This is an optimization exercise on Yosys and OpenROAD, whose aim is small area, a short achievable clock period and few clock cycles per item, not a production implementation.
In this exercise RTL edits were held to simulation tests only and were not proved equivalent to the original.
Power and IR drop assume default switching activity.

==> flow/design.v, too long to show whole: its modules and the start of the top module <==
// module se_int_lane: 314 lines
// module se_lane_mac: 487 lines
// module se_lane_add: 180 lines
// module se_lane_add33: 172 lines
module se_int_lane (
    input  wire        clk,
    input  wire        rst,
    input  wire        in_valid,
    output wire        in_ready,
    input  wire [2:0]  in_kind,
    input  wire [2:0]  in_fn,
    input  wire [1:0]  in_type,
    input  wire [1:0]  in_round,
    input  wire        in_sat,
    input  wire [31:0] in_x,
    input  wire [31:0] in_y,
    input  wire [31:0] in_z,
    output wire        out_valid,
    output wire [31:0] out_result,
    output wire        out_sat
);
  // ...
==> flow/run.sh <==
#!/bin/bash
# synth_recipe.tcl (not shown) runs the flow's synth.tcl, then flattens the netlist and writes it again
# the make line also repeats each setting of config.mk as NAME=value (left out here)
make -C /OpenROAD-flow-scripts/flow DESIGN_CONFIG=/design/flow/config.mk WORK_HOME=/design/flow/orfs CLKGATE_MAP_FILE= SYNTH_SCRIPT=/design/flow/synth_recipe.tcl finish
==> flow/config.mk <==
export PLATFORM = sky130hd
export DESIGN_NAME = se_int_lane
export DESIGN_NICKNAME = se_int_lane
export VERILOG_FILES = /design/flow/design.v
export SDC_FILE = /design/flow/constraint.sdc
export NUM_CORES = 4
export LEC_CHECK = 0
export ABC_AREA = 1
export CAP_MARGIN = 35
export CORE_MARGIN = 2
export CORE_UTILIZATION = 30
export PLACE_DENSITY = 0.5
export SLEW_MARGIN = 35
==> flow/constraint.sdc <==
create_clock -name core_clock -period 18.0 [get_ports {clk}]
set_input_delay 3.6000 -clock core_clock [delete_from_list [all_inputs] [get_ports {clk}]]
set_output_delay 3.6000 -clock core_clock [all_outputs]
set_load 0.01 [all_outputs]
==> impl.org, run 1 <==
** Run status
- The flow ran to the end and the layout has no timing, DRC or antenna violations.

** Route
- After detailed routing, the total wire length is 112 mm.
- Detailed Routing Iterations Pass 1 :: 7
- Per-cell via count in the routed design :: 5.29
- Met2 Routed Length :: 48.0 mm

** Logic synthesis
- Counting flops with a built-in enable in the synthesized netlist gives 140.
- For this run, asynchronously set or reset flops after synthesis account for 0.
- FF+latch count, synth :: 278
- Share of synthesized area spent on multiplexers :: 0.0129
- Sorting the synthesized cells by area gives the leading types as edfxtp_1 16%, nand2_1 12%, dfxtp_1 11%.
- For this run, the number of Yosys warnings is 1.
- The share of the Yosys chip area taken by registers is 0.266.

** Timing
- Actual transition at the worst max-transition pin :: 0.985 ns
- In the final timing run, aggregate negative setup slack is 0 ns.
- Setup repair after global routing left no endpoint under its margin.
- Hold Violations, Final :: 0
- Static timing analysis puts the maximum clock frequency at 0.160 GHz.

** Global route
- Number of antenna violations at the first check in global routing :: 4
- Pin count of the biggest net entering global routing :: 86
- For met2 alone, demand over resource in global routing was 0.375.
- Total global-route track usage :: 0.247
- In the global route stage, met3 resource usage came out at 0.0498.
- For this run the aggregate overflow at the end of global routing stands at 0.

** Finish
- Measured on the final layout, the clock distribution area share stands at 0.0417.
- Counting the fill cells in the layout gives 9227.
- Clock buffers in the final layout number 49.
- The largest registers in the layout are accc x35, accs x35.
- Of the total standard cell area in the layout, the multi-input combinational portion is 0.562.
- In the final layout, flip-flops and latches occupy 0.00697 mm^2.

** Worst setup path
- Launching instance or port of the critical path :: in_kind[1]
- CP bufs+invs :: 4
- Grouping stages by cell kind, the critical path spends the most delay in buffers and inverters.
- The worst setup path is of the primary input to register kind.
- The number of cells on the worst reg-to-reg path is 17.

** Min path
- Along the worst hold path, the cell count comes to 0.

** Power and ir drop
- Seq power :: 0.902 mW
- Of the total power, combinational logic draws 0.577.
- Power density of the placed cells :: 132 mW/mm^2

** Die
- Count of boundary I/O pins :: 145
- Core Box Area :: 0.0866 mm^2
- Die Wd :: 300 um

** Placed design
- Port bufs :: 144

** CTS
- Clock latency reported for the late side of the worst-skew pair :: 0.57 ns
- The clock net in this run drives a total of 278 sinks.
Testbench counts, summed over its fixed seeds: cycles 40,019, items 32,000.
==> inputs of run 2 (changes only) <==
--- a/flow/design.v
+++ b/flow/design.v
@@ -28,56 +28,37 @@
     reg        is_mul, mac2, na2, nb2;
     reg [1:0]  last_st;
     reg        addsub;                   
     reg        o_sd, o_abs, o_min, o_max, o_cvt, o_lsh, o_rsh, o_cmp;
     reg        n_ge_w;                   
     reg        rs_ar;                    
     assign in_ready = rdy;
     wire take = in_valid & rdy;
-    reg [31:0] in_xs, in_ys, in_zs;
-    always @* begin
-        case (in_type)
-            T_INT8: begin
-                in_xs = {{24{in_x[7]}}, in_x[7:0]};
-                in_ys = {{24{in_y[7]}}, in_y[7:0]};
-                in_zs = {{24{in_z[7]}}, in_z[7:0]};
-            end
-            T_INT16: begin
-                in_xs = {{16{in_x[15]}}, in_x[15:0]};
-                in_ys = {{16{in_y[15]}}, in_y[15:0]};
-                in_zs = {{16{in_z[15]}}, in_z[15:0]};
-            end
-            default: begin
-                in_xs = in_x;
-                in_ys = in_y;
-                in_zs = in_z;
-            end
-        endcase
-    end
     wire in_mul  = (in_kind == K_MUL) | (in_kind == K_MAC);
     wire in_mac1 = (in_kind == K_MAC) & (in_fn[1:0] == 2'd1);       
+    wire in_mac2 = (in_kind == K_MAC) & (in_fn[1:0] == 2'd2);       
     wire in_t32  = (in_type == T_INT32);
     wire fit_x = (&in_x[31:15]) | ~(|in_x[31:15]);
     wire fit_y = (&in_y[31:15]) | ~(|in_y[31:15]);
     wire fit_z = (&in_z[31:15]) | ~(|in_z[31:15]);
     wire in_na2 = in_mul & in_t32 & ~(in_mac1 ? fit_z : fit_x);
     wire in_nb2 = in_mul & in_t32 & ~fit_y;
     always @(posedge clk) begin
         if (rdy) begin
             k0      <= in_kind;
             f0      <= in_fn;
             t0      <= in_type;
             rnd0    <= in_round;
             sat0    <= in_sat;
-            p0      <= in_mac1 ? in_zs : in_xs;
-            ys      <= in_ys;
-            q0      <= (in_kind == K_MUL) ? 32'd0 : in_mac1 ? in_xs : in_zs;
+            p0      <= in_mac1 ? in_z : in_x;
+            ys      <= in_y;
+            q0      <= (in_kind == K_MUL) ? 32'd0 : in_mac1 ? in_x : in_z;
             is_mul  <= in_mul;
-            mac2    <= (in_kind == K_MAC) & (in_fn[1:0] == 2'd2);   
+            mac2    <= in_mac2;
             na2     <= in_na2;
             nb2     <= in_nb2;
             last_st <= (in_na2 & in_nb2) ? 2'd3 : (in_na2 | in_nb2) ? 2'd1 : 2'd0;
             addsub  <= ~((in_kind == K_ADD) & (in_fn == 3'd0));
             o_sd    <= (in_kind == K_ADD) & (in_fn[2:1] == 2'd0);
             o_min   <= (in_kind == K_ADD) & (in_fn == 3'd2);
             o_max   <= (in_kind == K_ADD) & (in_fn == 3'd3);
             o_abs   <= (in_kind == K_ADD) & (in_fn == 3'd4);
@@ -85,64 +66,106 @@
             o_rsh   <= (in_kind == K_SHF) & (in_fn[1:0] != 2'd2);
             rs_ar   <= (in_fn[1:0] == 2'd0);
             o_cmp   <= (in_kind == K_CMP);
             o_cvt   <= (in_kind == K_CVT);
             n_ge_w  <= (in_type == T_INT8)  ? (in_y[4:3] != 2'd0) :
                        (in_type == T_INT16) ? in_y[4] : 1'b0;
         end
     end
-    wire [31:0] xs = p0;         
+    reg  [31:0] xs, yss, qs;     
     reg  [31:0] xu;              
     always @* begin
         case (t0)
-            T_INT8:  xu = {24'd0, p0[7:0]};
-            T_INT16: xu = {16'd0, p0[15:0]};
-            default: xu = p0;
+            T_INT8: begin
+                xs  = {{24{p0[7]}}, p0[7:0]};
+                yss = {{24{ys[7]}}, ys[7:0]};
+                qs  = {{24{q0[7]}}, q0[7:0]};
+                xu  = {24'd0, p0[7:0]};
+            end
+            T_INT16: begin
+                xs  = {{16{p0[15]}}, p0[15:0]};
+                yss = {{16{ys[15]}}, ys[15:0]};
+                qs  = {{16{q0[15]}}, q0[15:0]};
+                xu  = {16'd0, p0[15:0]};
+            end
+            default: begin
+                xs  = p0;
+                yss = ys;
+                qs  = q0;
+                xu  = p0;
+            end
         endcase
     end
     reg  [1:0] st;               
     reg        first;            
     reg        ia, ib;           
     reg        shift;            
     reg        last;             
     wire [1:0] st_n = st + 2'd1;
-    wire [16:0] a17 = ia ? {p0[31], p0[31:16]} : {~na2 & p0[15], p0[15:0]};
-    wire [16:0] bsel = ib ? ys[31:15] : {ys[15:0], 1'b0};
+    assign     ib_n = na2 ? st_n[1] : st_n[0];
+    wire [16:0] a17 = ia ? {p0[31], p0[31:16]} : {~na2 & xs[15], xs[15:0]};
+    function [2:0] booth;        
+        input [2:0] b;
+        input       sub;
+        begin
+            booth[2] = b[1] ^ b[0];
+            booth[1] = (b[2] & ~b[1] & ~b[0]) | (~b[2] & b[1] & b[0]);
+            booth[0] = b[2] ^ sub;
+        end
+    endfunction
+    reg  [7:0]  bd_one, bd_two, bd_neg;
+    wire [16:0] in_bsrc = {in_y[15:0], 1'b0};
+    wire        ib_n;            
+    wire [16:0] ys_bsrc = ib_n ? ys[31:15] : {ys[15:0], 1'b0};
+    integer bi;
+    always @(posedge clk) begin
+        for (bi = 0; bi < 8; bi = bi + 1) begin
+            if (take) begin
+                {bd_one[bi], bd_two[bi], bd_neg[bi]} <=
+                    booth(in_bsrc[2*bi +: 3], in_mac2) &
+                    {3{~((in_type == T_INT8) & (bi >= 4))}};
+            end else begin
+                {bd_one[bi], bd_two[bi], bd_neg[bi]} <=
+                    booth(ys_bsrc[2*bi +: 3], mac2);
+            end
+        end
+    end
     reg  [34:0] accs, accc;
     reg         f_up;            
     wire [34:0] accv;
     se_lane_add u_add (
         .ra  (accs),
         .rb  (accc),
         .cin (f_up),
         .sum (accv)
     );
-    wire [34:0] addend = first ? {{3{q0[31]}}, q0} :
+    wire [34:0] addend = first ? {{3{qs[31]}}, qs} :
                          shift ? {{16{accv[34]}}, accv[34:16]} : accv;
     wire [34:0] mac_ra, mac_rb;
     se_lane_mac u_mac (
         .a    (a17),
-        .bsel (bsel),
-        .sub  (mac2),
+        .one  (bd_one),
+        .two  (bd_two),
+        .neg  (bd_neg),
         .c    (addend),
         .ra   (mac_ra),
         .rb   (mac_rb)
     );
     wire [32:0] xs33 = {xs[31], xs};
-    wire [32:0] ys33 = {ys[31], ys};
+    wire [32:0] ys33 = {yss[31], yss};
     wire [32:0] sd;
     se_lane_add33 u_sd (
         .ra  (xs33),
         .rb  (ys33 ^ {33{addsub}}),
         .cin (addsub),
         .sum (sd)
     );
     wire        lt = sd[32];
-    wire        eq = (xs == ys);
+    wire        eq = (xs == yss);
     wire [4:0]  n = ys[4:0];
     wire [31:0] xs_rev;
     genvar gr;
     generate
         for (gr = 0; gr < 32; gr = gr + 1) begin : g_rev
             assign xs_rev[gr] = xs[31 - gr];
         end
     endgenerate
@@ -195,17 +218,17 @@
             3'd4: cmp_r = ~(lt | eq);
             default: cmp_r = ~lt;
         endcase
     end
     wire        sel_x = o_cvt | (o_min & lt) | (o_max & ~lt);
     wire        sel_y = (o_min & ~lt) | (o_max & lt);
     wire [34:0] alu = ({35{o_sd | o_abs}} & ({{2{sd[32]}}, sd} ^ {35{o_abs & lt}})) |
                       ({35{sel_x}} & {{3{xs[31]}}, xs}) |
-                      ({35{sel_y}} & {{3{ys[31]}}, ys}) |
+                      ({35{sel_y}} & {{3{yss[31]}}, yss}) |
                       ({35{o_lsh}} & {{3{xs[31]}}, lsh}) |
                       ({35{o_rsh}} & {{2{q[32]}}, q}) |
                       {34'd0, o_cmp & cmp_r};
     wire        alu_up = (o_abs & lt) | (o_rsh & up_sh);
     wire fin = v0 & last;
     reg  [15:0] lo0, lo1;        
     reg  [1:0]  wt;              
     reg         f_v;
@@ -230,17 +253,17 @@
             ia    <= 1'b0;
             ib    <= 1'b0;
             shift <= 1'b0;
             last  <= rst | ~take | ~(in_na2 | in_nb2);
         end else begin
             st    <= st_n;
             first <= 1'b0;
             ia    <= na2 & st_n[0];
-            ib    <= na2 ? st_n[1] : st_n[0];
+            ib    <= ib_n;
             shift <= ~(na2 & nb2 & (st_n == 2'd2));
             last  <= (st_n == last_st);
         end
         accs <= is_mul ? mac_ra : alu;
         accc <= is_mul ? mac_rb : 35'd0;
         wt  <= first ? 2'd0 : wt + {1'b0, shift};
         if (shift & (wt == 2'd0))
             lo0 <= accv[15:0];
@@ -309,46 +332,47 @@
         o_sat <= f_sat & ovf;
     end
     assign out_valid  = o_v;
     assign out_result = o_res;
     assign out_sat    = o_sat;
 endmodule
 module se_lane_mac (
     input  wire [16:0] a,
-    input  wire [16:0] bsel,
-    input  wire        sub,
+    input  wire [7:0]  one,
+    input  wire [7:0]  two,
+    input  wire [7:0]  neg,
     input  wire [34:0] c,
     output wire [34:0] ra,
     output wire [34:0] rb
 );
-    wire one0 = bsel[1] ^ bsel[0];
-    wire two0 = (bsel[2] & ~bsel[1] & ~bsel[0]) | (~bsel[2] & bsel[1] & bsel[0]);
-    wire neg0 = bsel[2] ^ sub;
-    wire one1 = bsel[3] ^ bsel[2];
-    wire two1 = (bsel[4] & ~bsel[3] & ~bsel[2]) | (~bsel[4] & bsel[3] & bsel[2]);
-    wire neg1 = bsel[4] ^ sub;
-    wire one2 = bsel[5] ^ bsel[4];
-    wire two2 = (bsel[6] & ~bsel[5] & ~bsel[4]) | (~bsel[6] & bsel[5] & bsel[4]);
-    wire neg2 = bsel[6] ^ sub;
-    wire one3 = bsel[7] ^ bsel[6];
-    wire two3 = (bsel[8] & ~bsel[7] & ~bsel[6]) | (~bsel[8] & bsel[7] & bsel[6]);
-    wire neg3 = bsel[8] ^ sub;
-    wire one4 = bsel[9] ^ bsel[8];
-    wire two4 = (bsel[10] & ~bsel[9] & ~bsel[8]) | (~bsel[10] & bsel[9] & bsel[8]);
-    wire neg4 = bsel[10] ^ sub;
-    wire one5 = bsel[11] ^ bsel[10];
-    wire two5 = (bsel[12] & ~bsel[11] & ~bsel[10]) | (~bsel[12] & bsel[11] & bsel[10]);
-    wire neg5 = bsel[12] ^ sub;
-    wire one6 = bsel[13] ^ bsel[12];
-    wire two6 = (bsel[14] & ~bsel[13] & ~bsel[12]) | (~bsel[14] & bsel[13] & bsel[12]);
-    wire neg6 = bsel[14] ^ sub;
-    wire one7 = bsel[15] ^ bsel[14];
-    wire two7 = (bsel[16] & ~bsel[15] & ~bsel[14]) | (~bsel[16] & bsel[15] & bsel[14]);
-    wire neg7 = bsel[16] ^ sub;
+    wire one0 = one[0];
+    wire two0 = two[0];
+    wire neg0 = neg[0];
+    wire one1 = one[1];
+    wire two1 = two[1];
+    wire neg1 = neg[1];
+    wire one2 = one[2];
+    wire two2 = two[2];
+    wire neg2 = neg[2];
+    wire one3 = one[3];
+    wire two3 = two[3];
+    wire neg3 = neg[3];
+    wire one4 = one[4];
+    wire two4 = two[4];
+    wire neg4 = neg[4];
+    wire one5 = one[5];
+    wire two5 = two[5];
+    wire neg5 = neg[5];
+    wire one6 = one[6];
+    wire two6 = two[6];
+    wire neg6 = neg[6];
+    wire one7 = one[7];
+    wire two7 = two[7];
+    wire neg7 = neg[7];
     wire pp0_0 = (one0 & a[0]) ^ neg0;
     wire pp0_1 = ((one0 & a[1]) | (two0 & a[0])) ^ neg0;
     wire pp0_2 = ((one0 & a[2]) | (two0 & a[1])) ^ neg0;
     wire pp0_3 = ((one0 & a[3]) | (two0 & a[2])) ^ neg0;
     wire pp0_4 = ((one0 & a[4]) | (two0 & a[3])) ^ neg0;
     wire pp0_5 = ((one0 & a[5]) | (two0 & a[4])) ^ neg0;
     wire pp0_6 = ((one0 & a[6]) | (two0 & a[5])) ^ neg0;
     wire pp0_7 = ((one0 & a[7]) | (two0 & a[6])) ^ neg0;
@@ -483,326 +507,326 @@
     wire pp7_10 = ((one7 & a[10]) | (two7 & a[9])) ^ neg7;
     wire pp7_11 = ((one7 & a[11]) | (two7 & a[10])) ^ neg7;
     wire pp7_12 = ((one7 & a[12]) | (two7 & a[11])) ^ neg7;
     wire pp7_13 = ((one7 & a[13]) | (two7 & a[12])) ^ neg7;
     wire pp7_14 = ((one7 & a[14]) | (two7 & a[13])) ^ neg7;
     wire pp7_15 = ((one7 & a[15]) | (two7 & a[14])) ^ neg7;
     wire pp7_16 = ((one7 & a[16]) | (two7 & a[15])) ^ neg7;
     wire pp7_17 = ~(((one7 & a[16]) | (two7 & a[16])) ^ neg7);
-    wire t0 = pp0_14 ^ pp1_12;
-    wire t1 = pp0_14 & pp1_12;
-    wire t2 = pp0_15 ^ pp1_13;
-    wire t3 = pp0_15 & pp1_13;
-    wire t4 = pp0_16 ^ pp1_14;
-    wire t5 = pp0_16 & pp1_14;
-    wire t6 = pp0_17 ^ pp1_15 ^ pp2_13;
-    wire t7 = (pp0_17 & pp1_15) | (pp0_17 & pp2_13) | (pp1_15 & pp2_13);
-    wire t8 = pp1_16 ^ pp2_14;
-    wire t9 = pp1_16 & pp2_14;
-    wire t10 = pp0_8 ^ pp1_6;
-    wire t11 = pp0_8 & pp1_6;
-    wire t12 = pp0_9 ^ pp1_7;
-    wire t13 = pp0_9 & pp1_7;
-    wire t14 = pp0_10 ^ pp1_8 ^ pp2_6;
-    wire t15 = (pp0_10 & pp1_8) | (pp0_10 & pp2_6) | (pp1_8 & pp2_6);
-    wire t16 = pp3_4 ^ pp4_2;
-    wire t17 = pp3_4 & pp4_2;
-    wire t18 = pp0_11 ^ pp1_9 ^ pp2_7;
-    wire t19 = (pp0_11 & pp1_9) | (pp0_11 & pp2_7) | (pp1_9 & pp2_7);
-    wire t20 = pp3_5 ^ pp4_3;
-    wire t21 = pp3_5 & pp4_3;
-    wire t22 = pp0_12 ^ pp1_10 ^ pp2_8;
-    wire t23 = (pp0_12 & pp1_10) | (pp0_12 & pp2_8) | (pp1_10 & pp2_8);
-    wire t24 = pp3_6 ^ pp4_4 ^ pp5_2;
-    wire t25 = (pp3_6 & pp4_4) | (pp3_6 & pp5_2) | (pp4_4 & pp5_2);
-    wire t26 = pp6_0 ^ neg6;
-    wire t27 = pp6_0 & neg6;
-    wire t28 = pp0_13 ^ pp1_11 ^ pp2_9;
-    wire t29 = (pp0_13 & pp1_11) | (pp0_13 & pp2_9) | (pp1_11 & pp2_9);
-    wire t30 = pp3_7 ^ pp4_5 ^ pp5_3;
-    wire t31 = (pp3_7 & pp4_5) | (pp3_7 & pp5_3) | (pp4_5 & pp5_3);
-    wire t32 = pp6_1 ^ c[13];
-    wire t33 = pp6_1 & c[13];
-    wire t34 = t0 ^ pp2_10 ^ pp3_8;
-    wire t35 = (t0 & pp2_10) | (t0 & pp3_8) | (pp2_10 & pp3_8);
-    wire t36 = pp4_6 ^ pp5_4 ^ pp6_2;
-    wire t37 = (pp4_6 & pp5_4) | (pp4_6 & pp6_2) | (pp5_4 & pp6_2);
-    wire t38 = pp7_0 ^ neg7 ^ c[14];
-    wire t39 = (pp7_0 & neg7) | (pp7_0 & c[14]) | (neg7 & c[14]);
-    wire t40 = t2 ^ pp2_11 ^ pp3_9;
-    wire t41 = (t2 & pp2_11) | (t2 & pp3_9) | (pp2_11 & pp3_9);
-    wire t42 = pp4_7 ^ pp5_5 ^ pp6_3;
-    wire t43 = (pp4_7 & pp5_5) | (pp4_7 & pp6_3) | (pp5_5 & pp6_3);
-    wire t44 = pp7_1 ^ c[15] ^ t1;
-    wire t45 = (pp7_1 & c[15]) | (pp7_1 & t1) | (c[15] & t1);
-    wire t46 = t4 ^ pp2_12 ^ pp3_10;
-    wire t47 = (t4 & pp2_12) | (t4 & pp3_10) | (pp2_12 & pp3_10);
-    wire t48 = pp4_8 ^ pp5_6 ^ pp6_4;
-    wire t49 = (pp4_8 & pp5_6) | (pp4_8 & pp6_4) | (pp5_6 & pp6_4);
-    wire t50 = pp7_2 ^ c[16] ^ t3;
-    wire t51 = (pp7_2 & c[16]) | (pp7_2 & t3) | (c[16] & t3);
-    wire t52 = t6 ^ pp3_11 ^ pp4_9;
-    wire t53 = (t6 & pp3_11) | (t6 & pp4_9) | (pp3_11 & pp4_9);
-    wire t54 = pp5_7 ^ pp6_5 ^ pp7_3;
-    wire t55 = (pp5_7 & pp6_5) | (pp5_7 & pp7_3) | (pp6_5 & pp7_3);
-    wire t56 = c[17] ^ 1'b1 ^ t5;
-    wire t57 = (c[17] & 1'b1) | (c[17] & t5) | (1'b1 & t5);
-    wire t58 = t8 ^ pp3_12 ^ pp4_10;
-    wire t59 = (t8 & pp3_12) | (t8 & pp4_10) | (pp3_12 & pp4_10);
-    wire t60 = pp5_8 ^ pp6_6 ^ pp7_4;
-    wire t61 = (pp5_8 & pp6_6) | (pp5_8 & pp7_4) | (pp6_6 & pp7_4);
-    wire t62 = c[18] ^ 1'b1 ^ t7;
-    wire t63 = (c[18] & 1'b1) | (c[18] & t7) | (1'b1 & t7);
-    wire t64 = pp1_17 ^ pp2_15 ^ pp3_13;
-    wire t65 = (pp1_17 & pp2_15) | (pp1_17 & pp3_13) | (pp2_15 & pp3_13);
-    wire t66 = pp4_11 ^ pp5_9 ^ pp6_7;
-    wire t67 = (pp4_11 & pp5_9) | (pp4_11 & pp6_7) | (pp5_9 & pp6_7);
-    wire t68 = pp7_5 ^ c[19] ^ t9;
-    wire t69 = (pp7_5 & c[19]) | (pp7_5 & t9) | (c[19] & t9);
-    wire t70 = pp2_16 ^ pp3_14 ^ pp4_12;
-    wire t71 = (pp2_16 & pp3_14) | (pp2_16 & pp4_12) | (pp3_14 & pp4_12);
-    wire t72 = pp5_10 ^ pp6_8 ^ pp7_6;
-    wire t73 = (pp5_10 & pp6_8) | (pp5_10 & pp7_6) | (pp6_8 & pp7_6);
-    wire t74 = c[20] ^ 1'b1;
-    wire t75 = c[20] & 1'b1;
-    wire t76 = pp2_17 ^ pp3_15 ^ pp4_13;
-    wire t77 = (pp2_17 & pp3_15) | (pp2_17 & pp4_13) | (pp3_15 & pp4_13);
-    wire t78 = pp5_11 ^ pp6_9 ^ pp7_7;
-    wire t79 = (pp5_11 & pp6_9) | (pp5_11 & pp7_7) | (pp6_9 & pp7_7);
-    wire t80 = pp3_16 ^ pp4_14 ^ pp5_12;
-    wire t81 = (pp3_16 & pp4_14) | (pp3_16 & pp5_12) | (pp4_14 & pp5_12);
-    wire t82 = pp6_10 ^ pp7_8;
-    wire t83 = pp6_10 & pp7_8;
-    wire t84 = pp3_17 ^ pp4_15 ^ pp5_13;
-    wire t85 = (pp3_17 & pp4_15) | (pp3_17 & pp5_13) | (pp4_15 & pp5_13);
-    wire t86 = pp4_16 ^ pp5_14;
-    wire t87 = pp4_16 & pp5_14;
-    wire t88 = pp0_4 ^ pp1_2;
-    wire t89 = pp0_4 & pp1_2;
-    wire t90 = pp0_5 ^ pp1_3;
-    wire t91 = pp0_5 & pp1_3;
-    wire t92 = pp0_6 ^ pp1_4 ^ pp2_2;
-    wire t93 = (pp0_6 & pp1_4) | (pp0_6 & pp2_2) | (pp1_4 & pp2_2);
-    wire t94 = pp3_0 ^ neg3;
-    wire t95 = pp3_0 & neg3;
-    wire t96 = pp0_7 ^ pp1_5 ^ pp2_3;
-    wire t97 = (pp0_7 & pp1_5) | (pp0_7 & pp2_3) | (pp1_5 & pp2_3);
-    wire t98 = pp3_1 ^ c[7];
-    wire t99 = pp3_1 & c[7];
-    wire t100 = t10 ^ pp2_4 ^ pp3_2;
-    wire t101 = (t10 & pp2_4) | (t10 & pp3_2) | (pp2_4 & pp3_2);
-    wire t102 = pp4_0 ^ neg4 ^ c[8];
-    wire t103 = (pp4_0 & neg4) | (pp4_0 & c[8]) | (neg4 & c[8]);
-    wire t104 = t12 ^ pp2_5 ^ pp3_3;
-    wire t105 = (t12 & pp2_5) | (t12 & pp3_3) | (pp2_5 & pp3_3);
-    wire t106 = pp4_1 ^ c[9] ^ t11;
-    wire t107 = (pp4_1 & c[9]) | (pp4_1 & t11) | (c[9] & t11);
-    wire t108 = t14 ^ t16 ^ pp5_0;
-    wire t109 = (t14 & t16) | (t14 & pp5_0) | (t16 & pp5_0);
-    wire t110 = neg5 ^ c[10] ^ t13;
-    wire t111 = (neg5 & c[10]) | (neg5 & t13) | (c[10] & t13);
-    wire t112 = t18 ^ t20 ^ pp5_1;
-    wire t113 = (t18 & t20) | (t18 & pp5_1) | (t20 & pp5_1);
-    wire t114 = c[11] ^ t15 ^ t17;
-    wire t115 = (c[11] & t15) | (c[11] & t17) | (t15 & t17);
-    wire t116 = t22 ^ t24 ^ t26;
-    wire t117 = (t22 & t24) | (t22 & t26) | (t24 & t26);
-    wire t118 = c[12] ^ t19 ^ t21;
-    wire t119 = (c[12] & t19) | (c[12] & t21) | (t19 & t21);
-    wire t120 = t28 ^ t30 ^ t32;
-    wire t121 = (t28 & t30) | (t28 & t32) | (t30 & t32);
-    wire t122 = t23 ^ t25 ^ t27;
-    wire t123 = (t23 & t25) | (t23 & t27) | (t25 & t27);
-    wire t124 = t34 ^ t36 ^ t38;
-    wire t125 = (t34 & t36) | (t34 & t38) | (t36 & t38);
-    wire t126 = t29 ^ t31 ^ t33;
-    wire t127 = (t29 & t31) | (t29 & t33) | (t31 & t33);
-    wire t128 = t40 ^ t42 ^ t44;
-    wire t129 = (t40 & t42) | (t40 & t44) | (t42 & t44);
-    wire t130 = t35 ^ t37 ^ t39;
-    wire t131 = (t35 & t37) | (t35 & t39) | (t37 & t39);
-    wire t132 = t46 ^ t48 ^ t50;
-    wire t133 = (t46 & t48) | (t46 & t50) | (t48 & t50);
-    wire t134 = t41 ^ t43 ^ t45;
-    wire t135 = (t41 & t43) | (t41 & t45) | (t43 & t45);
-    wire t136 = t52 ^ t54 ^ t56;
-    wire t137 = (t52 & t54) | (t52 & t56) | (t54 & t56);
-    wire t138 = t47 ^ t49 ^ t51;
-    wire t139 = (t47 & t49) | (t47 & t51) | (t49 & t51);
-    wire t140 = t58 ^ t60 ^ t62;
-    wire t141 = (t58 & t60) | (t58 & t62) | (t60 & t62);
-    wire t142 = t53 ^ t55 ^ t57;
-    wire t143 = (t53 & t55) | (t53 & t57) | (t55 & t57);
-    wire t144 = t64 ^ t66 ^ t68;
-    wire t145 = (t64 & t66) | (t64 & t68) | (t66 & t68);
-    wire t146 = t59 ^ t61 ^ t63;
-    wire t147 = (t59 & t61) | (t59 & t63) | (t61 & t63);
-    wire t148 = t70 ^ t72 ^ t74;
-    wire t149 = (t70 & t72) | (t70 & t74) | (t72 & t74);
-    wire t150 = t65 ^ t67 ^ t69;
-    wire t151 = (t65 & t67) | (t65 & t69) | (t67 & t69);
-    wire t152 = t76 ^ t78 ^ c[21];
-    wire t153 = (t76 & t78) | (t76 & c[21]) | (t78 & c[21]);
-    wire t154 = t71 ^ t73 ^ t75;
-    wire t155 = (t71 & t73) | (t71 & t75) | (t73 & t75);
-    wire t156 = t80 ^ t82 ^ c[22];
-    wire t157 = (t80 & t82) | (t80 & c[22]) | (t82 & c[22]);
-    wire t158 = 1'b1 ^ t77 ^ t79;
-    wire t159 = (1'b1 & t77) | (1'b1 & t79) | (t77 & t79);
-    wire t160 = t84 ^ pp6_11 ^ pp7_9;
-    wire t161 = (t84 & pp6_11) | (t84 & pp7_9) | (pp6_11 & pp7_9);
-    wire t162 = c[23] ^ t81 ^ t83;
-    wire t163 = (c[23] & t81) | (c[23] & t83) | (t81 & t83);
-    wire t164 = t86 ^ pp6_12 ^ pp7_10;
-    wire t165 = (t86 & pp6_12) | (t86 & pp7_10) | (pp6_12 & pp7_10);
-    wire t166 = c[24] ^ 1'b1 ^ t85;
-    wire t167 = (c[24] & 1'b1) | (c[24] & t85) | (1'b1 & t85);
-    wire t168 = pp4_17 ^ pp5_15 ^ pp6_13;
-    wire t169 = (pp4_17 & pp5_15) | (pp4_17 & pp6_13) | (pp5_15 & pp6_13);
-    wire t170 = pp7_11 ^ c[25] ^ t87;
-    wire t171 = (pp7_11 & c[25]) | (pp7_11 & t87) | (c[25] & t87);
-    wire t172 = pp5_16 ^ pp6_14 ^ pp7_12;
-    wire t173 = (pp5_16 & pp6_14) | (pp5_16 & pp7_12) | (pp6_14 & pp7_12);
-    wire t174 = c[26] ^ 1'b1;
-    wire t175 = c[26] & 1'b1;
+    wire t0 = pp0_10 ^ pp1_8;
+    wire t1 = pp0_10 & pp1_8;
+    wire t2 = pp0_11 ^ pp1_9;
+    wire t3 = pp0_11 & pp1_9;
+    wire t4 = pp0_12 ^ pp1_10 ^ pp2_8;
+    wire t5 = (pp0_12 & pp1_10) | (pp0_12 & pp2_8) | (pp1_10 & pp2_8);
+    wire t6 = pp3_6 ^ pp4_4;
+    wire t7 = pp3_6 & pp4_4;
+    wire t8 = pp0_13 ^ pp1_11 ^ pp2_9;
+    wire t9 = (pp0_13 & pp1_11) | (pp0_13 & pp2_9) | (pp1_11 & pp2_9);
+    wire t10 = pp3_7 ^ pp4_5;
+    wire t11 = pp3_7 & pp4_5;
+    wire t12 = pp0_14 ^ pp1_12 ^ pp2_10;
+    wire t13 = (pp0_14 & pp1_12) | (pp0_14 & pp2_10) | (pp1_12 & pp2_10);
+    wire t14 = pp3_8 ^ pp4_6 ^ pp5_4;
+    wire t15 = (pp3_8 & pp4_6) | (pp3_8 & pp5_4) | (pp4_6 & pp5_4);
+    wire t16 = pp6_2 ^ pp7_0;
+    wire t17 = pp6_2 & pp7_0;
+    wire t18 = pp0_15 ^ pp1_13 ^ pp2_11;
+    wire t19 = (pp0_15 & pp1_13) | (pp0_15 & pp2_11) | (pp1_13 & pp2_11);
+    wire t20 = pp3_9 ^ pp4_7 ^ pp5_5;
+    wire t21 = (pp3_9 & pp4_7) | (pp3_9 & pp5_5) | (pp4_7 & pp5_5);
+    wire t22 = pp6_3 ^ pp7_1;
+    wire t23 = pp6_3 & pp7_1;
+    wire t24 = pp0_16 ^ pp1_14 ^ pp2_12;
+    wire t25 = (pp0_16 & pp1_14) | (pp0_16 & pp2_12) | (pp1_14 & pp2_12);
+    wire t26 = pp3_10 ^ pp4_8 ^ pp5_6;
+    wire t27 = (pp3_10 & pp4_8) | (pp3_10 & pp5_6) | (pp4_8 & pp5_6);
+    wire t28 = pp6_4 ^ pp7_2;
+    wire t29 = pp6_4 & pp7_2;
+    wire t30 = pp0_17 ^ pp1_15 ^ pp2_13;
+    wire t31 = (pp0_17 & pp1_15) | (pp0_17 & pp2_13) | (pp1_15 & pp2_13);
+    wire t32 = pp3_11 ^ pp4_9 ^ pp5_7;
+    wire t33 = (pp3_11 & pp4_9) | (pp3_11 & pp5_7) | (pp4_9 & pp5_7);
+    wire t34 = pp6_5 ^ pp7_3 ^ 1'b1;
+    wire t35 = (pp6_5 & pp7_3) | (pp6_5 & 1'b1) | (pp7_3 & 1'b1);
+    wire t36 = pp1_16 ^ pp2_14 ^ pp3_12;
+    wire t37 = (pp1_16 & pp2_14) | (pp1_16 & pp3_12) | (pp2_14 & pp3_12);
+    wire t38 = pp4_10 ^ pp5_8 ^ pp6_6;
+    wire t39 = (pp4_10 & pp5_8) | (pp4_10 & pp6_6) | (pp5_8 & pp6_6);
+    wire t40 = pp7_4 ^ 1'b1;
+    wire t41 = pp7_4 & 1'b1;
+    wire t42 = pp1_17 ^ pp2_15 ^ pp3_13;
+    wire t43 = (pp1_17 & pp2_15) | (pp1_17 & pp3_13) | (pp2_15 & pp3_13);
+    wire t44 = pp4_11 ^ pp5_9 ^ pp6_7;
+    wire t45 = (pp4_11 & pp5_9) | (pp4_11 & pp6_7) | (pp5_9 & pp6_7);
+    wire t46 = pp2_16 ^ pp3_14 ^ pp4_12;
+    wire t47 = (pp2_16 & pp3_14) | (pp2_16 & pp4_12) | (pp3_14 & pp4_12);
+    wire t48 = pp5_10 ^ pp6_8;
+    wire t49 = pp5_10 & pp6_8;
+    wire t50 = pp2_17 ^ pp3_15 ^ pp4_13;
+    wire t51 = (pp2_17 & pp3_15) | (pp2_17 & pp4_13) | (pp3_15 & pp4_13);
+    wire t52 = pp3_16 ^ pp4_14;
+    wire t53 = pp3_16 & pp4_14;
+    wire t54 = pp0_6 ^ pp1_4;
+    wire t55 = pp0_6 & pp1_4;
+    wire t56 = pp0_7 ^ pp1_5;
+    wire t57 = pp0_7 & pp1_5;
+    wire t58 = pp0_8 ^ pp1_6 ^ pp2_4;
+    wire t59 = (pp0_8 & pp1_6) | (pp0_8 & pp2_4) | (pp1_6 & pp2_4);
+    wire t60 = pp3_2 ^ pp4_0;
+    wire t61 = pp3_2 & pp4_0;
+    wire t62 = pp0_9 ^ pp1_7 ^ pp2_5;
+    wire t63 = (pp0_9 & pp1_7) | (pp0_9 & pp2_5) | (pp1_7 & pp2_5);
+    wire t64 = pp3_3 ^ pp4_1;
+    wire t65 = pp3_3 & pp4_1;
+    wire t66 = t0 ^ pp2_6 ^ pp3_4;
+    wire t67 = (t0 & pp2_6) | (t0 & pp3_4) | (pp2_6 & pp3_4);
+    wire t68 = pp4_2 ^ pp5_0 ^ neg5;
+    wire t69 = (pp4_2 & pp5_0) | (pp4_2 & neg5) | (pp5_0 & neg5);
+    wire t70 = t2 ^ pp2_7 ^ pp3_5;
+    wire t71 = (t2 & pp2_7) | (t2 & pp3_5) | (pp2_7 & pp3_5);
+    wire t72 = pp4_3 ^ pp5_1 ^ t1;
+    wire t73 = (pp4_3 & pp5_1) | (pp4_3 & t1) | (pp5_1 & t1);
+    wire t74 = t4 ^ t6 ^ pp5_2;
+    wire t75 = (t4 & t6) | (t4 & pp5_2) | (t6 & pp5_2);
+    wire t76 = pp6_0 ^ neg6 ^ t3;
+    wire t77 = (pp6_0 & neg6) | (pp6_0 & t3) | (neg6 & t3);
+    wire t78 = t8 ^ t10 ^ pp5_3;
+    wire t79 = (t8 & t10) | (t8 & pp5_3) | (t10 & pp5_3);
+    wire t80 = pp6_1 ^ t5 ^ t7;
+    wire t81 = (pp6_1 & t5) | (pp6_1 & t7) | (t5 & t7);
+    wire t82 = t12 ^ t14 ^ t16;
+    wire t83 = (t12 & t14) | (t12 & t16) | (t14 & t16);
+    wire t84 = neg7 ^ t9 ^ t11;
+    wire t85 = (neg7 & t9) | (neg7 & t11) | (t9 & t11);
+    wire t86 = t18 ^ t20 ^ t22;
+    wire t87 = (t18 & t20) | (t18 & t22) | (t20 & t22);
+    wire t88 = t13 ^ t15 ^ t17;
+    wire t89 = (t13 & t15) | (t13 & t17) | (t15 & t17);
+    wire t90 = t24 ^ t26 ^ t28;
+    wire t91 = (t24 & t26) | (t24 & t28) | (t26 & t28);
+    wire t92 = t19 ^ t21 ^ t23;
+    wire t93 = (t19 & t21) | (t19 & t23) | (t21 & t23);
+    wire t94 = t30 ^ t32 ^ t34;
+    wire t95 = (t30 & t32) | (t30 & t34) | (t32 & t34);
+    wire t96 = t25 ^ t27 ^ t29;
+    wire t97 = (t25 & t27) | (t25 & t29) | (t27 & t29);
+    wire t98 = t36 ^ t38 ^ t40;
+    wire t99 = (t36 & t38) | (t36 & t40) | (t38 & t40);
+    wire t100 = t31 ^ t33 ^ t35;
+    wire t101 = (t31 & t33) | (t31 & t35) | (t33 & t35);
+    wire t102 = t42 ^ t44 ^ pp7_5;
+    wire t103 = (t42 & t44) | (t42 & pp7_5) | (t44 & pp7_5);
+    wire t104 = t37 ^ t39 ^ t41;
+    wire t105 = (t37 & t39) | (t37 & t41) | (t39 & t41);
+    wire t106 = t46 ^ t48 ^ pp7_6;
+    wire t107 = (t46 & t48) | (t46 & pp7_6) | (t48 & pp7_6);
+    wire t108 = 1'b1 ^ t43 ^ t45;
+    wire t109 = (1'b1 & t43) | (1'b1 & t45) | (t43 & t45);
+    wire t110 = t50 ^ pp5_11 ^ pp6_9;
+    wire t111 = (t50 & pp5_11) | (t50 & pp6_9) | (pp5_11 & pp6_9);
+    wire t112 = pp7_7 ^ t47 ^ t49;
+    wire t113 = (pp7_7 & t47) | (pp7_7 & t49) | (t47 & t49);
+    wire t114 = t52 ^ pp5_12 ^ pp6_10;
+    wire t115 = (t52 & pp5_12) | (t52 & pp6_10) | (pp5_12 & pp6_10);
+    wire t116 = pp7_8 ^ 1'b1 ^ t51;
+    wire t117 = (pp7_8 & 1'b1) | (pp7_8 & t51) | (1'b1 & t51);
+    wire t118 = pp3_17 ^ pp4_15 ^ pp5_13;
+    wire t119 = (pp3_17 & pp4_15) | (pp3_17 & pp5_13) | (pp4_15 & pp5_13);
+    wire t120 = pp6_11 ^ pp7_9 ^ t53;
+    wire t121 = (pp6_11 & pp7_9) | (pp6_11 & t53) | (pp7_9 & t53);
+    wire t122 = pp4_16 ^ pp5_14 ^ pp6_12;
+    wire t123 = (pp4_16 & pp5_14) | (pp4_16 & pp6_12) | (pp5_14 & pp6_12);
+    wire t124 = pp7_10 ^ 1'b1;
+    wire t125 = pp7_10 & 1'b1;
+    wire t126 = pp4_17 ^ pp5_15 ^ pp6_13;
+    wire t127 = (pp4_17 & pp5_15) | (pp4_17 & pp6_13) | (pp5_15 & pp6_13);
+    wire t128 = pp5_16 ^ pp6_14;
+    wire t129 = pp5_16 & pp6_14;
+    wire t130 = pp0_4 ^ pp1_2;
+    wire t131 = pp0_4 & pp1_2;
+    wire t132 = pp0_5 ^ pp1_3;
+    wire t133 = pp0_5 & pp1_3;
+    wire t134 = t54 ^ pp2_2 ^ pp3_0;
+    wire t135 = (t54 & pp2_2) | (t54 & pp3_0) | (pp2_2 & pp3_0);
+    wire t136 = t56 ^ pp2_3 ^ pp3_1;
+    wire t137 = (t56 & pp2_3) | (t56 & pp3_1) | (pp2_3 & pp3_1);
+    wire t138 = t58 ^ t60 ^ neg4;
+    wire t139 = (t58 & t60) | (t58 & neg4) | (t60 & neg4);
+    wire t140 = t62 ^ t64 ^ t59;
+    wire t141 = (t62 & t64) | (t62 & t59) | (t64 & t59);
+    wire t142 = t66 ^ t68 ^ t63;
+    wire t143 = (t66 & t68) | (t66 & t63) | (t68 & t63);
+    wire t144 = t70 ^ t72 ^ t67;
+    wire t145 = (t70 & t72) | (t70 & t67) | (t72 & t67);
+    wire t146 = t74 ^ t76 ^ t71;
+    wire t147 = (t74 & t76) | (t74 & t71) | (t76 & t71);
+    wire t148 = t78 ^ t80 ^ t75;
+    wire t149 = (t78 & t80) | (t78 & t75) | (t80 & t75);
+    wire t150 = t82 ^ t84 ^ t79;
+    wire t151 = (t82 & t84) | (t82 & t79) | (t84 & t79);
+    wire t152 = t86 ^ t88 ^ t83;
+    wire t153 = (t86 & t88) | (t86 & t83) | (t88 & t83);
+    wire t154 = t90 ^ t92 ^ t87;
+    wire t155 = (t90 & t92) | (t90 & t87) | (t92 & t87);
+    wire t156 = t94 ^ t96 ^ t91;
+    wire t157 = (t94 & t96) | (t94 & t91) | (t96 & t91);
+    wire t158 = t98 ^ t100 ^ t95;
+    wire t159 = (t98 & t100) | (t98 & t95) | (t100 & t95);
+    wire t160 = t102 ^ t104 ^ t99;
+    wire t161 = (t102 & t104) | (t102 & t99) | (t104 & t99);
+    wire t162 = t106 ^ t108 ^ t103;
+    wire t163 = (t106 & t108) | (t106 & t103) | (t108 & t103);
+    wire t164 = t110 ^ t112 ^ t107;
+    wire t165 = (t110 & t112) | (t110 & t107) | (t112 & t107);
+    wire t166 = t114 ^ t116 ^ t111;
+    wire t167 = (t114 & t116) | (t114 & t111) | (t116 & t111);
+    wire t168 = t118 ^ t120 ^ t115;
+    wire t169 = (t118 & t120) | (t118 & t115) | (t120 & t115);
+    wire t170 = t122 ^ t124 ^ t119;
+    wire t171 = (t122 & t124) | (t122 & t119) | (t124 & t119);
+    wire t172 = t126 ^ pp7_11 ^ t123;
+    wire t173 = (t126 & pp7_11) | (t126 & t123) | (pp7_11 & t123);
+    wire t174 = t128 ^ pp7_12 ^ 1'b1;
+    wire t175 = (t128 & pp7_12) | (t128 & 1'b1) | (pp7_12 & 1'b1);
     wire t176 = pp5_17 ^ pp6_15 ^ pp7_13;
     wire t177 = (pp5_17 & pp6_15) | (pp5_17 & pp7_13) | (pp6_15 & pp7_13);
     wire t178 = pp6_16 ^ pp7_14;
     wire t179 = pp6_16 & pp7_14;
     wire t180 = pp0_2 ^ pp1_0;
     wire t181 = pp0_2 & pp1_0;
     wire t182 = pp0_3 ^ pp1_1;
     wire t183 = pp0_3 & pp1_1;
-    wire t184 = t88 ^ pp2_0 ^ neg2;
-    wire t185 = (t88 & pp2_0) | (t88 & neg2) | (pp2_0 & neg2);
-    wire t186 = t90 ^ pp2_1 ^ c[5];
-    wire t187 = (t90 & pp2_1) | (t90 & c[5]) | (pp2_1 & c[5]);
-    wire t188 = t92 ^ t94 ^ c[6];
-    wire t189 = (t92 & t94) | (t92 & c[6]) | (t94 & c[6]);
-    wire t190 = t96 ^ t98 ^ t93;
-    wire t191 = (t96 & t98) | (t96 & t93) | (t98 & t93);
-    wire t192 = t100 ^ t102 ^ t97;
-    wire t193 = (t100 & t102) | (t100 & t97) | (t102 & t97);
-    wire t194 = t104 ^ t106 ^ t101;
-    wire t195 = (t104 & t106) | (t104 & t101) | (t106 & t101);
-    wire t196 = t108 ^ t110 ^ t105;
-    wire t197 = (t108 & t110) | (t108 & t105) | (t110 & t105);
-    wire t198 = t112 ^ t114 ^ t109;
-    wire t199 = (t112 & t114) | (t112 & t109) | (t114 & t109);
-    wire t200 = t116 ^ t118 ^ t113;
-    wire t201 = (t116 & t118) | (t116 & t113) | (t118 & t113);
-    wire t202 = t120 ^ t122 ^ t117;
-    wire t203 = (t120 & t122) | (t120 & t117) | (t122 & t117);
-    wire t204 = t124 ^ t126 ^ t121;
-    wire t205 = (t124 & t126) | (t124 & t121) | (t126 & t121);
-    wire t206 = t128 ^ t130 ^ t125;
-    wire t207 = (t128 & t130) | (t128 & t125) | (t130 & t125);
-    wire t208 = t132 ^ t134 ^ t129;
-    wire t209 = (t132 & t134) | (t132 & t129) | (t134 & t129);
-    wire t210 = t136 ^ t138 ^ t133;
-    wire t211 = (t136 & t138) | (t136 & t133) | (t138 & t133);
-    wire t212 = t140 ^ t142 ^ t137;
-    wire t213 = (t140 & t142) | (t140 & t137) | (t142 & t137);
-    wire t214 = t144 ^ t146 ^ t141;
-    wire t215 = (t144 & t146) | (t144 & t141) | (t146 & t141);
-    wire t216 = t148 ^ t150 ^ t145;
-    wire t217 = (t148 & t150) | (t148 & t145) | (t150 & t145);
-    wire t218 = t152 ^ t154 ^ t149;
-    wire t219 = (t152 & t154) | (t152 & t149) | (t154 & t149);
-    wire t220 = t156 ^ t158 ^ t153;
-    wire t221 = (t156 & t158) | (t156 & t153) | (t158 & t153);
-    wire t222 = t160 ^ t162 ^ t157;
-    wire t223 = (t160 & t162) | (t160 & t157) | (t162 & t157);
-    wire t224 = t164 ^ t166 ^ t161;
-    wire t225 = (t164 & t166) | (t164 & t161) | (t166 & t161);
-    wire t226 = t168 ^ t170 ^ t165;
-    wire t227 = (t168 & t170) | (t168 & t165) | (t170 & t165);
-    wire t228 = t172 ^ t174 ^ t169;
-    wire t229 = (t172 & t174) | (t172 & t169) | (t174 & t169);
-    wire t230 = t176 ^ c[27] ^ t173;
-    wire t231 = (t176 & c[27]) | (t176 & t173) | (c[27] & t173);
-    wire t232 = t178 ^ c[28] ^ 1'b1;
-    wire t233 = (t178 & c[28]) | (t178 & 1'b1) | (c[28] & 1'b1);
-    wire t234 = pp6_17 ^ pp7_15 ^ c[29];
-    wire t235 = (pp6_17 & pp7_15) | (pp6_17 & c[29]) | (pp7_15 & c[29]);
-    wire t236 = pp7_16 ^ c[30];
-    wire t237 = pp7_16 & c[30];
-    wire t238 = pp0_0 ^ neg0;
-    wire t239 = pp0_0 & neg0;
+    wire t184 = t130 ^ pp2_0 ^ neg2;
+    wire t185 = (t130 & pp2_0) | (t130 & neg2) | (pp2_0 & neg2);
+    wire t186 = t132 ^ pp2_1 ^ t131;
+    wire t187 = (t132 & pp2_1) | (t132 & t131) | (pp2_1 & t131);
+    wire t188 = t134 ^ neg3 ^ t133;
+    wire t189 = (t134 & neg3) | (t134 & t133) | (neg3 & t133);
+    wire t190 = t136 ^ t55 ^ t135;
+    wire t191 = (t136 & t55) | (t136 & t135) | (t55 & t135);
+    wire t192 = t138 ^ t57 ^ t137;
+    wire t193 = (t138 & t57) | (t138 & t137) | (t57 & t137);
+    wire t194 = t140 ^ t61 ^ t139;
+    wire t195 = (t140 & t61) | (t140 & t139) | (t61 & t139);
+    wire t196 = t142 ^ t65 ^ t141;
+    wire t197 = (t142 & t65) | (t142 & t141) | (t65 & t141);
+    wire t198 = t144 ^ t69 ^ t143;
+    wire t199 = (t144 & t69) | (t144 & t143) | (t69 & t143);
+    wire t200 = t146 ^ t73 ^ t145;
+    wire t201 = (t146 & t73) | (t146 & t145) | (t73 & t145);
+    wire t202 = t148 ^ t77 ^ t147;
+    wire t203 = (t148 & t77) | (t148 & t147) | (t77 & t147);
+    wire t204 = t150 ^ t81 ^ t149;
+    wire t205 = (t150 & t81) | (t150 & t149) | (t81 & t149);
+    wire t206 = t152 ^ t85 ^ t151;
+    wire t207 = (t152 & t85) | (t152 & t151) | (t85 & t151);
+    wire t208 = t154 ^ t89 ^ t153;
+    wire t209 = (t154 & t89) | (t154 & t153) | (t89 & t153);
+    wire t210 = t156 ^ t93 ^ t155;
+    wire t211 = (t156 & t93) | (t156 & t155) | (t93 & t155);
+    wire t212 = t158 ^ t97 ^ t157;
+    wire t213 = (t158 & t97) | (t158 & t157) | (t97 & t157);
+    wire t214 = t160 ^ t101 ^ t159;
+    wire t215 = (t160 & t101) | (t160 & t159) | (t101 & t159);
+    wire t216 = t162 ^ t105 ^ t161;
+    wire t217 = (t162 & t105) | (t162 & t161) | (t105 & t161);
+    wire t218 = t164 ^ t109 ^ t163;
+    wire t219 = (t164 & t109) | (t164 & t163) | (t109 & t163);
+    wire t220 = t166 ^ t113 ^ t165;
+    wire t221 = (t166 & t113) | (t166 & t165) | (t113 & t165);
+    wire t222 = t168 ^ t117 ^ t167;
+    wire t223 = (t168 & t117) | (t168 & t167) | (t117 & t167);
+    wire t224 = t170 ^ t121 ^ t169;
+    wire t225 = (t170 & t121) | (t170 & t169) | (t121 & t169);
+    wire t226 = t172 ^ t125 ^ t171;
+    wire t227 = (t172 & t125) | (t172 & t171) | (t125 & t171);
+    wire t228 = t174 ^ t127 ^ t173;
+    wire t229 = (t174 & t127) | (t174 & t173) | (t127 & t173);
+    wire t230 = t176 ^ t129 ^ t175;
+    wire t231 = (t176 & t129) | (t176 & t175) | (t129 & t175);
+    wire t232 = t178 ^ 1'b1 ^ t177;
+    wire t233 = (t178 & 1'b1) | (t178 & t177) | (1'b1 & t177);
+    wire t234 = pp6_17 ^ pp7_15 ^ t179;
+    wire t235 = (pp6_17 & pp7_15) | (pp6_17 & t179) | (pp7_15 & t179);
+    wire t236 = pp7_16 ^ 1'b1;
+    wire t237 = pp7_16 & 1'b1;
+    wire t238 = pp0_0 ^ neg0 ^ c[0];
+    wire t239 = (pp0_0 & neg0) | (pp0_0 & c[0]) | (neg0 & c[0]);
     wire t240 = pp0_1 ^ c[1];
     wire t241 = pp0_1 & c[1];
     wire t242 = t180 ^ neg1 ^ c[2];
     wire t243 = (t180 & neg1) | (t180 & c[2]) | (neg1 & c[2]);
-    wire t244 = t182 ^ c[3] ^ t181;
-    wire t245 = (t182 & c[3]) | (t182 & t181) | (c[3] & t181);
-    wire t246 = t184 ^ c[4] ^ t183;
-    wire t247 = (t184 & c[4]) | (t184 & t183) | (c[4] & t183);
-    wire t248 = t186 ^ t89 ^ t185;
-    wire t249 = (t186 & t89) | (t186 & t185) | (t89 & t185);
-    wire t250 = t188 ^ t91 ^ t187;
-    wire t251 = (t188 & t91) | (t188 & t187) | (t91 & t187);
-    wire t252 = t190 ^ t95 ^ t189;
-    wire t253 = (t190 & t95) | (t190 & t189) | (t95 & t189);
-    wire t254 = t192 ^ t99 ^ t191;
-    wire t255 = (t192 & t99) | (t192 & t191) | (t99 & t191);
-    wire t256 = t194 ^ t103 ^ t193;
-    wire t257 = (t194 & t103) | (t194 & t193) | (t103 & t193);
-    wire t258 = t196 ^ t107 ^ t195;
-    wire t259 = (t196 & t107) | (t196 & t195) | (t107 & t195);
-    wire t260 = t198 ^ t111 ^ t197;
-    wire t261 = (t198 & t111) | (t198 & t197) | (t111 & t197);
-    wire t262 = t200 ^ t115 ^ t199;
-    wire t263 = (t200 & t115) | (t200 & t199) | (t115 & t199);
-    wire t264 = t202 ^ t119 ^ t201;
-    wire t265 = (t202 & t119) | (t202 & t201) | (t119 & t201);
-    wire t266 = t204 ^ t123 ^ t203;
-    wire t267 = (t204 & t123) | (t204 & t203) | (t123 & t203);
-    wire t268 = t206 ^ t127 ^ t205;
-    wire t269 = (t206 & t127) | (t206 & t205) | (t127 & t205);
-    wire t270 = t208 ^ t131 ^ t207;
-    wire t271 = (t208 & t131) | (t208 & t207) | (t131 & t207);
-    wire t272 = t210 ^ t135 ^ t209;
-    wire t273 = (t210 & t135) | (t210 & t209) | (t135 & t209);
-    wire t274 = t212 ^ t139 ^ t211;
-    wire t275 = (t212 & t139) | (t212 & t211) | (t139 & t211);
-    wire t276 = t214 ^ t143 ^ t213;
-    wire t277 = (t214 & t143) | (t214 & t213) | (t143 & t213);
-    wire t278 = t216 ^ t147 ^ t215;
-    wire t279 = (t216 & t147) | (t216 & t215) | (t147 & t215);
-    wire t280 = t218 ^ t151 ^ t217;
-    wire t281 = (t218 & t151) | (t218 & t217) | (t151 & t217);
-    wire t282 = t220 ^ t155 ^ t219;
-    wire t283 = (t220 & t155) | (t220 & t219) | (t155 & t219);
-    wire t284 = t222 ^ t159 ^ t221;
-    wire t285 = (t222 & t159) | (t222 & t221) | (t159 & t221);
-    wire t286 = t224 ^ t163 ^ t223;
-    wire t287 = (t224 & t163) | (t224 & t223) | (t163 & t223);
-    wire t288 = t226 ^ t167 ^ t225;
-    wire t289 = (t226 & t167) | (t226 & t225) | (t167 & t225);
-    wire t290 = t228 ^ t171 ^ t227;
-    wire t291 = (t228 & t171) | (t228 & t227) | (t171 & t227);
-    wire t292 = t230 ^ t175 ^ t229;
-    wire t293 = (t230 & t175) | (t230 & t229) | (t175 & t229);
-    wire t294 = t232 ^ t177 ^ t231;
-    wire t295 = (t232 & t177) | (t232 & t231) | (t177 & t231);
-    wire t296 = t234 ^ t179 ^ t233;
-    wire t297 = (t234 & t179) | (t234 & t233) | (t179 & t233);
-    wire t298 = t236 ^ 1'b1 ^ t235;
-    wire t299 = (t236 & 1'b1) | (t236 & t235) | (1'b1 & t235);
-    wire t300 = pp7_17 ^ c[31] ^ t237;
-    wire t301 = (pp7_17 & c[31]) | (pp7_17 & t237) | (c[31] & t237);
-    wire t302 = c[32] ^ 1'b1;
-    wire t303 = c[32] & 1'b1;
-    wire t304 = c[33] ^ 1'b1;
-    wire t305 = c[33] & 1'b1;
-    wire t306 = c[34] ^ 1'b1;
-    wire t307 = c[34] & 1'b1;
-    assign ra = {t306, t304, t302, t300, t298, t296, t294, t292, t290, t288, t286, t284, t282, t280, t278, t276, t274, t272, t270, t268, t266, t264, t262, t260, t258, t256, t254, t252, t250, t248, t246, t244, t242, t240, t238};
-    assign rb = {t305, t303, t301, t299, t297, t295, t293, t291, t289, t287, t285, t283, t281, t279, t277, t275, t273, t271, t269, t267, t265, t263, t261, t259, t257, t255, t253, t251, t249, t247, t245, t243, t241, t239, c[0]};
+    wire t244 = t182 ^ t181 ^ c[3];
+    wire t245 = (t182 & t181) | (t182 & c[3]) | (t181 & c[3]);
+    wire t246 = t184 ^ t183 ^ c[4];
+    wire t247 = (t184 & t183) | (t184 & c[4]) | (t183 & c[4]);
+    wire t248 = t186 ^ t185 ^ c[5];
+    wire t249 = (t186 & t185) | (t186 & c[5]) | (t185 & c[5]);
+    wire t250 = t188 ^ t187 ^ c[6];
+    wire t251 = (t188 & t187) | (t188 & c[6]) | (t187 & c[6]);
+    wire t252 = t190 ^ t189 ^ c[7];
+    wire t253 = (t190 & t189) | (t190 & c[7]) | (t189 & c[7]);
+    wire t254 = t192 ^ t191 ^ c[8];
+    wire t255 = (t192 & t191) | (t192 & c[8]) | (t191 & c[8]);
+    wire t256 = t194 ^ t193 ^ c[9];
+    wire t257 = (t194 & t193) | (t194 & c[9]) | (t193 & c[9]);
+    wire t258 = t196 ^ t195 ^ c[10];
+    wire t259 = (t196 & t195) | (t196 & c[10]) | (t195 & c[10]);
+    wire t260 = t198 ^ t197 ^ c[11];
+    wire t261 = (t198 & t197) | (t198 & c[11]) | (t197 & c[11]);
+    wire t262 = t200 ^ t199 ^ c[12];
+    wire t263 = (t200 & t199) | (t200 & c[12]) | (t199 & c[12]);
+    wire t264 = t202 ^ t201 ^ c[13];
+    wire t265 = (t202 & t201) | (t202 & c[13]) | (t201 & c[13]);
+    wire t266 = t204 ^ t203 ^ c[14];
+    wire t267 = (t204 & t203) | (t204 & c[14]) | (t203 & c[14]);
+    wire t268 = t206 ^ t205 ^ c[15];
+    wire t269 = (t206 & t205) | (t206 & c[15]) | (t205 & c[15]);
+    wire t270 = t208 ^ t207 ^ c[16];
+    wire t271 = (t208 & t207) | (t208 & c[16]) | (t207 & c[16]);
+    wire t272 = t210 ^ t209 ^ c[17];
+    wire t273 = (t210 & t209) | (t210 & c[17]) | (t209 & c[17]);
+    wire t274 = t212 ^ t211 ^ c[18];
+    wire t275 = (t212 & t211) | (t212 & c[18]) | (t211 & c[18]);
+    wire t276 = t214 ^ t213 ^ c[19];
+    wire t277 = (t214 & t213) | (t214 & c[19]) | (t213 & c[19]);
+    wire t278 = t216 ^ t215 ^ c[20];
+    wire t279 = (t216 & t215) | (t216 & c[20]) | (t215 & c[20]);
+    wire t280 = t218 ^ t217 ^ c[21];
+    wire t281 = (t218 & t217) | (t218 & c[21]) | (t217 & c[21]);
+    wire t282 = t220 ^ t219 ^ c[22];
+    wire t283 = (t220 & t219) | (t220 & c[22]) | (t219 & c[22]);
+    wire t284 = t222 ^ t221 ^ c[23];
+    wire t285 = (t222 & t221) | (t222 & c[23]) | (t221 & c[23]);
+    wire t286 = t224 ^ t223 ^ c[24];
+    wire t287 = (t224 & t223) | (t224 & c[24]) | (t223 & c[24]);
+    wire t288 = t226 ^ t225 ^ c[25];
+    wire t289 = (t226 & t225) | (t226 & c[25]) | (t225 & c[25]);
+    wire t290 = t228 ^ t227 ^ c[26];
+    wire t291 = (t228 & t227) | (t228 & c[26]) | (t227 & c[26]);
+    wire t292 = t230 ^ t229 ^ c[27];
+    wire t293 = (t230 & t229) | (t230 & c[27]) | (t229 & c[27]);
+    wire t294 = t232 ^ t231 ^ c[28];
+    wire t295 = (t232 & t231) | (t232 & c[28]) | (t231 & c[28]);
+    wire t296 = t234 ^ t233 ^ c[29];
+    wire t297 = (t234 & t233) | (t234 & c[29]) | (t233 & c[29]);
+    wire t298 = t236 ^ t235 ^ c[30];
+    wire t299 = (t236 & t235) | (t236 & c[30]) | (t235 & c[30]);
+    wire t300 = pp7_17 ^ t237 ^ c[31];
+    wire t301 = (pp7_17 & t237) | (pp7_17 & c[31]) | (t237 & c[31]);
+    wire t302 = 1'b1 ^ c[32];
+    wire t303 = 1'b1 & c[32];
+    wire t304 = 1'b1 ^ c[33];
+    wire t305 = 1'b1 & c[33];
+    wire t306 = 1'b1 ^ c[34];
+    wire t307 = 1'b1 & c[34];
+    assign ra = {t305, t303, t301, t299, t297, t295, t293, t291, t289, t287, t285, t283, t281, t279, t277, t275, t273, t271, t269, t267, t265, t263, t261, t259, t257, t255, t253, t251, t249, t247, t245, t243, t241, t239, t238};
+    assign rb = {t306, t304, t302, t300, t298, t296, t294, t292, t290, t288, t286, t284, t282, t280, t278, t276, t274, t272, t270, t268, t266, t264, t262, t260, t258, t256, t254, t252, t250, t248, t246, t244, t242, t240, 1'b0};
 endmodule
 module se_lane_add (
     input  wire [34:0] ra,
     input  wire [34:0] rb,
     input  wire        cin,
     output wire [34:0] sum
 );
     wire [34:0] pg = ra ^ rb;
==> run 2 against run 1 <==
Still clean; clock skew grew 0.0041 ns; non-clock buffer count decreased by 5; cell count is 6.4% higher; first-iteration DRC count is 14% higher; sequential power rose by 4.3%; critical path depth is 9 higher; die area rose by 4.8%; wire length grew 6.2%; flip-flop and latch count up 22; area after synthesis increased by 4.9%.
==> impl.org, run 2 <==
** Global route
- The global routing usage summed across all routing layers was 0.249 (was 0.247).
- First-pass GRT wire length :: 175 mm (was 165 mm)
- Pin count of the biggest net entering global routing :: 90 (was 86)
- Number of global-route vias before repair :: 25621 (was 24691)
- Number of antenna violations at the first check in global routing :: 1 (was 4)
- Final global-route overflow total :: 0 (unchanged)

** Power and ir drop
- Post-layout total power :: 4.38 mW (was 3.97 mW)
- The power density over cell area was 139 mW/mm^2 (was 132 mW/mm^2).
- Worst-case vdd ir drop :: 0.0946 mV (was 0.0664 mV)

** CTS
- The clock latency on the worst-skew pair came to 0.59 ns (was 0.57 ns).
- The number of setup buffers added after CTS was 0 (unchanged).
- Clock-pin slew reported for the worst setup and hold paths after clock tree synthesis :: 0.06 ns (about the same)
- Library cell used as clock root buffer :: clkbuf_16 (unchanged)
- The deepest clock path buffer count was 3 (unchanged).
- Number of clock sinks :: 300 (was 278)
- Number of hold buffers added after CTS :: 0 (unchanged)

** Route
- The average wire length per cell after detail routing was 23.1 um (about the same).
- The mean number of vias per cell came to 5.32 (was 5.29).
- The final routed DRC violation total is 0 (unchanged).
- DRT iter0 DRCs :: 3194 (was 2791)
- Detailed Routing Iterations Pass 1 :: 8 (was 7)
- Routed Wire Length :: 119 mm (was 112 mm)

** Run
- Number of max-capacitance violations reported :: 0 (unchanged)

** Timing
- The total negative slack for setup checks was 0 ns (unchanged).
- The maximum achievable frequency is 0.152 GHz (was 0.160 GHz).
- The final-report setup violation count was 0 (unchanged).
- The worst-case hold slack is 0.343 ns (about the same).
- The post-route fraction of the period consumed by the critical path is 0.365 (was 0.348).
- Setup repair after global routing missed its margin: no (unchanged).
- The number of hold-slack violations in the final timing report came to 0 (unchanged).
- Actual transition at the worst max-transition pin :: 0.952 ns (was 0.985 ns)

** Logic synthesis
- Most common cell in the netlist :: nand2_1 (unchanged)
- The proportion of synthesized chip area in sequential cells is 0.269 (was 0.266).
- The proportion of register bits with asynchronous set or reset after synthesis came to 0 (unchanged).
- Number of nets in the synthesized netlist :: 4227 (was 3957)
- The flip-flop cell with the highest count after synthesis is dfxtp_1 (was edfxtp_1).
- FF+latch count, synth :: 300 (was 278)
- The area of the mapped netlist is 0.0275 mm^2 (was 0.0262 mm^2).
- Cell accounting for the most synthesized area :: edfxtp_1 (unchanged)
- Top cells by area in the synthesized netlist: edfxtp_1 15%, nand2_1 13%, dfxtp_1 12% (was edfxtp_1 16%, nand2_1 12%, dfxtp_1 11%).
- The count of synthesis-stage warnings from yosys was 1 (unchanged).
- Number of enable-type register cells in the synthesized netlist :: 140 (unchanged)
- The number of distinct library cell variants in the gate-level netlist after synthesis came to 62 (was 70).
- Top cell types by occurrence after synthesis :: 931 x nand2_1, 518 x inv_1, 300 x nor2_1 (was 839 x nand2_1, 400 x inv_1, 279 x o21ai_0)
- The synthesized area divided by synthesized cell count was 7.06 um^2 (was 7.24 um^2).
- Yosys top cell area share :: 0.153 (was 0.160)

** Die
- The chip height came to 307 um (was 300 um).
- Core Box Area :: 0.0912 mm^2 (was 0.0866 mm^2)
- The die boundary width was 307 um (was 300 um).
- Site Rows :: 111 (was 108)
- The area of the die is 0.0941 mm^2 (was 0.0898 mm^2).
- The starting utilization of the core area came to 0.301 (was 0.303).
- Count of boundary I/O pins :: 145 (unchanged)

** Min path
- The worst hold path class was register to register (unchanged).
- Startpoint of the lowest-slack hold path :: sat0 (unchanged)

** Worst setup path
- Crit end category :: register (unchanged)
- The critical path class is register to register (was primary input to register).
- Reg-to-reg setup timing slack :: 11.43 ns (was 11.98 ns)
- The launching element type of the critical path was a register (was primary input).
- The depth of the worst register-to-register path is 17 (unchanged).
- Launching instance or port of the critical path :: ia (was in_kind[1])

** Finish
- The register with the most flip-flops in the layout has 35 of them.
- The net count reported at finish came to 4282 (was 4004).
- Core occupancy in the finished layout :: 0.345 (was 0.348)
- The synthesis-to-layout area growth was 14.4% (was 14.9%).
- The layout cell share with drive strength beyond 1 came to 0.0500 (was 0.0573).
- Top Registers :: accs x35, accc x34 (was accc x35, accs x35)
- The most common cell after layout, fill and taps aside was nand2_1 (unchanged).

** Placed design
- The quantity of I/O buffers inserted on ports came to 144 (unchanged).
- The routability congestion estimate was 1.01 (was 0.997).

** Run status
- Result of the run :: no timing/DRC/antenna violations (unchanged)
[run 2: final cells by class]
cell class / count / area, um^2
multi-input cells: 2862 / 17300
repair buffers: 203 / 1890
clock inverters: 16 / 173
diodes: 1 / 2.50
fillers: 9813 / 59800
flip-flops and latches: 300 / 7410
well taps: 1186 / 1480
inverters: 542 / 2030
clock buffers: 57 / 1130
[run 2: through the flow]
step | cells | setup WS, ns | instance area (um^2)
after CTS | 5166 | 11.54 | 31400
after global routing | 5166 | 11.12 | 31400
after global placement | 5093 | 11.66 | 30100
after floorplan | 3894 | 11.33 | 27500
final | 5167 | 11.43 | 31500
after detailed placement | 5093 | 11.52 | 30100
[run 2: report_power, final]
part | total [mW] | leakage (nW) | switching [mW] | internal [mW]
clock | 0.815 | 0.640 | 0.345 | 0.470
combinational | 2.62 | 11.3 | 1.66 | 0.958
sequential | 0.941 | 2.82 | 0.0787 | 0.862
total | 4.38 | 14.8 | 2.09 | 2.29
[run 2: routing by layer]
metal  vias to the layer above  wire length (um)  track usage
met5                         -                11            0
met4                         2              4740       0.0889
met3                       234             10900       0.0442
met2                      1409             49900        0.367
met1                     12976             53900        0.361
li1                      12886                 -            -
[run 2: logic make-up (layout without fill, tap and decap cells)]
family | count (synthesis) | in the layout | share of synthesized area
multiplexers | 4 | 4 | 0.00146
AND/OR/NAND/NOR | 1624 | 1624 | 0.248
buffers and inverters | 732 | 818 | 0.103
other | 0 | 1 | 0
AO/OA/AOI/OAI | 750 | 750 | 0.158
flip-flops | 300 | 300 | 0.269
XOR/XNOR | 261 | 261 | 0.0832
adder cells (fa/ha/maj) | 223 | 223 | 0.137
[run 2: critical path, cell delays in order (launching register included)]
cell and delay (ns):
dfxtp_1 0.80, inv_1 0.52, a21oi_1 0.62, inv_1 0.44, nor2_1 0.60, inv_1 0.27
o22ai_1 0.20, xor2_1 0.15, fa_1 0.55, inv_1 0.05, fa_1 0.51, fa_1 0.54
inv_1 0.05, fa_1 0.53, inv_1 0.06, fa_1 0.54, nand2_1 0.05, inv_1 0.06
[run 2: how the worst min path moves through the flow]
stage / end / slack [ns] / cells after the start
5_1_grt: f_sat / 0.36 / 0
6_report: f_sat / 0.34 / 0
4_1_cts: f_sat / 0.35 / 0
3_5_place_dp: f_sat / 0.34 / 0
3_3_place_gp: f_sat / 0.33 / 0
2_1_floorplan: f_sat / 0.32 / 0
Testbench counts of run 2, summed over its fixed seeds: cycles 40,019, items 32,000.

[what the ideal ports hide]
The results above use ideal ports. As a check the final layouts listed here were re-extracted and re-timed, cells and wires unchanged. Step 1: set_driving_cell puts a clkbuf_16 on clk and a buf_2 on each other input, an assumption about the parent block. Step 2 also shifts input and output timing later by t, the mid clock arrival at the registers, as if the neighbouring blocks saw the same clock. Slacks: ideal / step 1 / step 2; pairs: ideal / step 1.
run | t, ns | slack for setup (ns)
run 1 | 0.621 | 11.736 / 11.781 / 11.160
run 2 | 0.643 | 11.426 / 11.426 / 11.426
After both steps every run listed still meets setup and hold.
